Context: an optimization exercise on an open-source flow, tuned for small area, a short achievable clock period and few clock cycles. The choices shown serve that exercise and are no tape-out recipe. No activity file was given, so power comes from the tool's default toggle rates.

== north ==
Design canopy_fec_tx, start of the top module:
module canopy_fec_tx (
    input  wire        clk,
    input  wire        rst,         
    input  wire        start,
    input  wire [30:0] seed,
    input  wire        in_valid,
    output wire        in_ready,
    input  wire [9:0]  in_sym,
    output reg         out_valid,
    input  wire        out_ready,
    output reg  [13:0] out_trits,
    output reg         out_first    
);
    function [159:0] rs_prod(input [9:0] f);
        reg [75:0] x;
        begin
            x[0] = f[0];
            x[1] = f[1];
            x[2] = f[2];
            x[3] = f[3];
            x[4] = f[4];
            x[5] = f[5];
            x[6] = f[6];
            x[7] = f[7];
            x[8] = f[8];
            x[9] = f[9];
            x[10] = x[3] ^ x[7];
            x[11] = x[5] ^ x[9];
            x[12] = x[2] ^ x[6];
            x[13] = x[4] ^ x[8];
            x[14] = x[0] ^ x[1];
            x[15] = x[9] ^ x[10];
            x[16] = x[1] ^ x[11];
            x[17] = x[8] ^ x[12];
            x[18] = x[13] ^ x[14];
            x[19] = x[0] ^ x[13];
            x[20] = x[4] ^ x[12];
            x[21] = x[3] ^ x[5];
            x[22] = x[4] ^ x[6];
            x[23] = x[3] ^ x[11];
            x[24] = x[5] ^ x[7];
            x[25] = x[5] ^ x[10];
            x[26] = x[2] ^ x[4];
            x[27] = x[7] ^ x[14];
            x[28] = x[10] ^ x[11];
            x[29] = x[2] ^ x[13];
            x[30] = x[12] ^ x[13];
            x[31] = x[6] ^ x[18];
            x[32] = x[6] ^ x[8];
            x[33] = x[0] ^ x[20];
            x[34] = x[11] ^ x[27];
            x[35] = x[2] ^ x[8];
            x[36] = x[1] ^ x[17];
            x[37] = x[1] ^ x[20];
            x[38] = x[2] ^ x[19];
            x[39] = x[7] ^ x[16];
            x[40] = x[10] ^ x[16];
            x[41] = x[3] ^ x[9];
            x[42] = x[7] ^ x[9];
            x[43] = x[0] ^ x[12];
            x[44] = x[0] ^ x[22];
            x[45] = x[12] ^ x[15];
            x[46] = x[0] ^ x[6];
            x[47] = x[10] ^ x[14];
            x[48] = x[14] ^ x[21];
            x[49] = x[1] ^ x[15];
            x[50] = x[1] ^ x[25];
            x[51] = x[3] ^ x[16];
            x[52] = x[14] ^ x[23];
            x[53] = x[0] ^ x[2];
            x[54] = x[0] ^ x[21];
            x[55] = x[0] ^ x[35];
            x[56] = x[1] ^ x[21];
            x[57] = x[1] ^ x[22];
  ...
Size: about 1300 cells after synthesis, about 280 flip-flops.
Settings: LEC_CHECK=0, ABC_CLOCK_PERIOD_IN_PS=4000, CAP_MARGIN=20, CORE_MARGIN=2, CORE_UTILIZATION=55, CTS_BUF_LIST=sky130_fd_sc_hd__clkbuf_8, CTS_CLUSTER_DIAMETER=50, CTS_CLUSTER_SIZE=14, SLEW_MARGIN=20; clock period 13.0 ns.
standard.sh (not shown) runs the stock make flow with config.mk's settings and CLKGATE_MAP_FILE= SYNTH_SCRIPT=/design/flow/synth_recipe.tcl, a recipe that flattens the netlist after the stock synthesis.
==> flow/flow/run.sh <==
#!/bin/bash
# Own layout flow: the standard synthesis and layout, with the timing
# repair asked to keep a setup margin so that paths end up well below the
# 13 ns clock period the layout is constrained and signed off at, and the
# port buffers made of the smallest buffer (timing repair resizes the ones
# on critical paths).
set -euo pipefail
bash standard.sh synth > synth.log 2>&1
bash standard.sh finish SETUP_SLACK_MARGIN=9.4 "BUFFER_PORTS_ARGS=-buffer_cell sky130_fd_sc_hd__buf_1" > layout.log 2>&1
Here is what was changed in the inputs of south compared with north.
==> flow/flow/run.sh <==
#!/bin/bash
# Own layout flow: the standard synthesis and layout, with
# - the timing repair asked to keep a setup margin, so that paths end up
#   well below the 13 ns clock period the layout is constrained and signed
#   off at;
# - the port buffers made of the smallest buffer (timing repair resizes the
#   ones on critical paths);
# - clock tree synthesis without dummy load cells.
set -euo pipefail
bash standard.sh synth > synth.log 2>&1
bash standard.sh finish SETUP_SLACK_MARGIN=9.3 \
    "BUFFER_PORTS_ARGS=-buffer_cell sky130_fd_sc_hd__buf_1" \
    "CTS_ARGS=-sink_clustering_enable -repair_clock_nets -buf_list sky130_fd_sc_hd__clkbuf_8 -sink_clustering_size 14 -sink_clustering_max_diameter 50 -dont_use_dummy_load" \
    > layout.log 2>&1
Notes after the runs:
Between north and south, via count of the first global-routing pass is higher for north, south comes in under that.
south gives less wire length than north did.
Final non-filler cell total of south falls short of that of north slightly.
Switching power went down by more than 10% going from north to south.
Looking at global placer's final weighted congestion, south sits about 2% below north.
Comparing relative area change from synthesis to final layout for north and south, the smaller number came from south.
Taking south over north, the total power ratio works out to 0.891.
In terms of length of routed wiring on met1, south and north differ only marginally.
What east does differently from south at the input level:
diff --git a/flow/flow/run.sh b/flow/flow/run.sh
--- a/flow/flow/run.sh
+++ b/flow/flow/run.sh
@@ -10,3 +10,3 @@
 bash standard.sh synth > synth.log 2>&1
-bash standard.sh finish SETUP_SLACK_MARGIN=9.3 \
+bash standard.sh finish SETUP_SLACK_MARGIN=9.4 \
     "BUFFER_PORTS_ARGS=-buffer_cell sky130_fd_sc_hd__buf_1" \
[summary]
- east packs its core more tightly than south.
- When the final numbers for east and south were put side by side, the global-route usage over all layers turned out to be greater in east.
- As far as non-clock inverter count in the final layout goes, east and south are indistinguishable; the numbers are identical.
- No stage failed in east, and the final checks on the layout all came back clean.
- The via count of the first global-routing pass of east exceeds that of south by 197.
diff inputs: east => west
# east
export LEC_CHECK = 0
export ABC_CLOCK_PERIOD_IN_PS = 4000
export CAP_MARGIN = 20
export CORE_MARGIN = 2
export CORE_UTILIZATION = 55
export CTS_BUF_LIST = sky130_fd_sc_hd__clkbuf_8
export CTS_CLUSTER_DIAMETER = 50
export CTS_CLUSTER_SIZE = 14
export SLEW_MARGIN = 20
create_clock -name core_clock -period 13.0 [get_ports {clk}]
# west
export LEC_CHECK = 0
export ABC_CLOCK_PERIOD_IN_PS = 4000
export CAP_MARGIN = 20
export CORE_MARGIN = 2
export CORE_UTILIZATION = 55
export CTS_BUF_LIST = sky130_fd_sc_hd__clkbuf_16
export CTS_CLUSTER_DIAMETER = 70
export CTS_CLUSTER_SIZE = 24
export SLEW_MARGIN = 20
create_clock -name core_clock -period 13.0 [get_ports {clk}]
==> flow/flow/run.sh <==
#!/bin/bash
# Own layout flow: the standard synthesis and layout, with the timing
# repair asked to keep a setup margin so that paths end up well below the
# 13 ns clock period the layout is constrained and signed off at.
set -euo pipefail
bash standard.sh synth > synth.log 2>&1
bash standard.sh finish SETUP_SLACK_MARGIN=9.3 > layout.log 2>&1
### Flow results
west reports a lower final worst setup slack than east does. Compared with east, west shows total wirelength of the detailed-routed design higher by 1.3%. ~same combinational power in west and east. west vs east, origin of the worst setup path: out_trits[12]$_DFFE_PP_ vs out_first$_DFFE_PP_. Power density over the cells: west higher than east. Re area after synthesis: no difference whatsoever between east and west. Overall die height came out exactly the same in west and east. Going from east to west, worst hold slack shrinks by 0.0035 ns. Looking only at net switching share of the total power, and setting everything else aside, the lower value of west and east goes to east. west vs east: clock network power up by more than a quarter.
Function was not checked in any run of this note: the RTL went through the layout flow alone.

[re-timing with driven ports]
In the flow no input, the clock included, has a driving cell. The finished layouts below were timed again as built, in two steps.
Step 1 assumes that a clkbuf_16 drives the clock port and a buf_2 every other input.
Step 2 moves the port delays by t, midway between the first and last clock arrival at a register: inputs arrive t later, outputs are due t later. That takes back most of the time a late clock gives input paths.
a / b / c = no drivers / after step 1 / after step 2; a / b = the first two.
run	shift t [ns]	slack for setup (ns)	worst register clock-pin slew, ns	cell pins on the clock port's net
north	0.587	9.339 / 9.292 / 8.975	0.09 / 0.09	1
south	0.555	9.371 / 9.327 / 8.866	0.09 / 0.09	1
east	0.569	9.359 / 9.312 / 8.947	0.10 / 0.10	1
west	0.581	9.336 / 9.287 / 8.821	0.10 / 0.10	1
After both steps setup and hold are still met in every run listed. For west, which loses most, drivers alone change the setup slack by -0.049 ns; drivers and shift together by -0.515 ns.
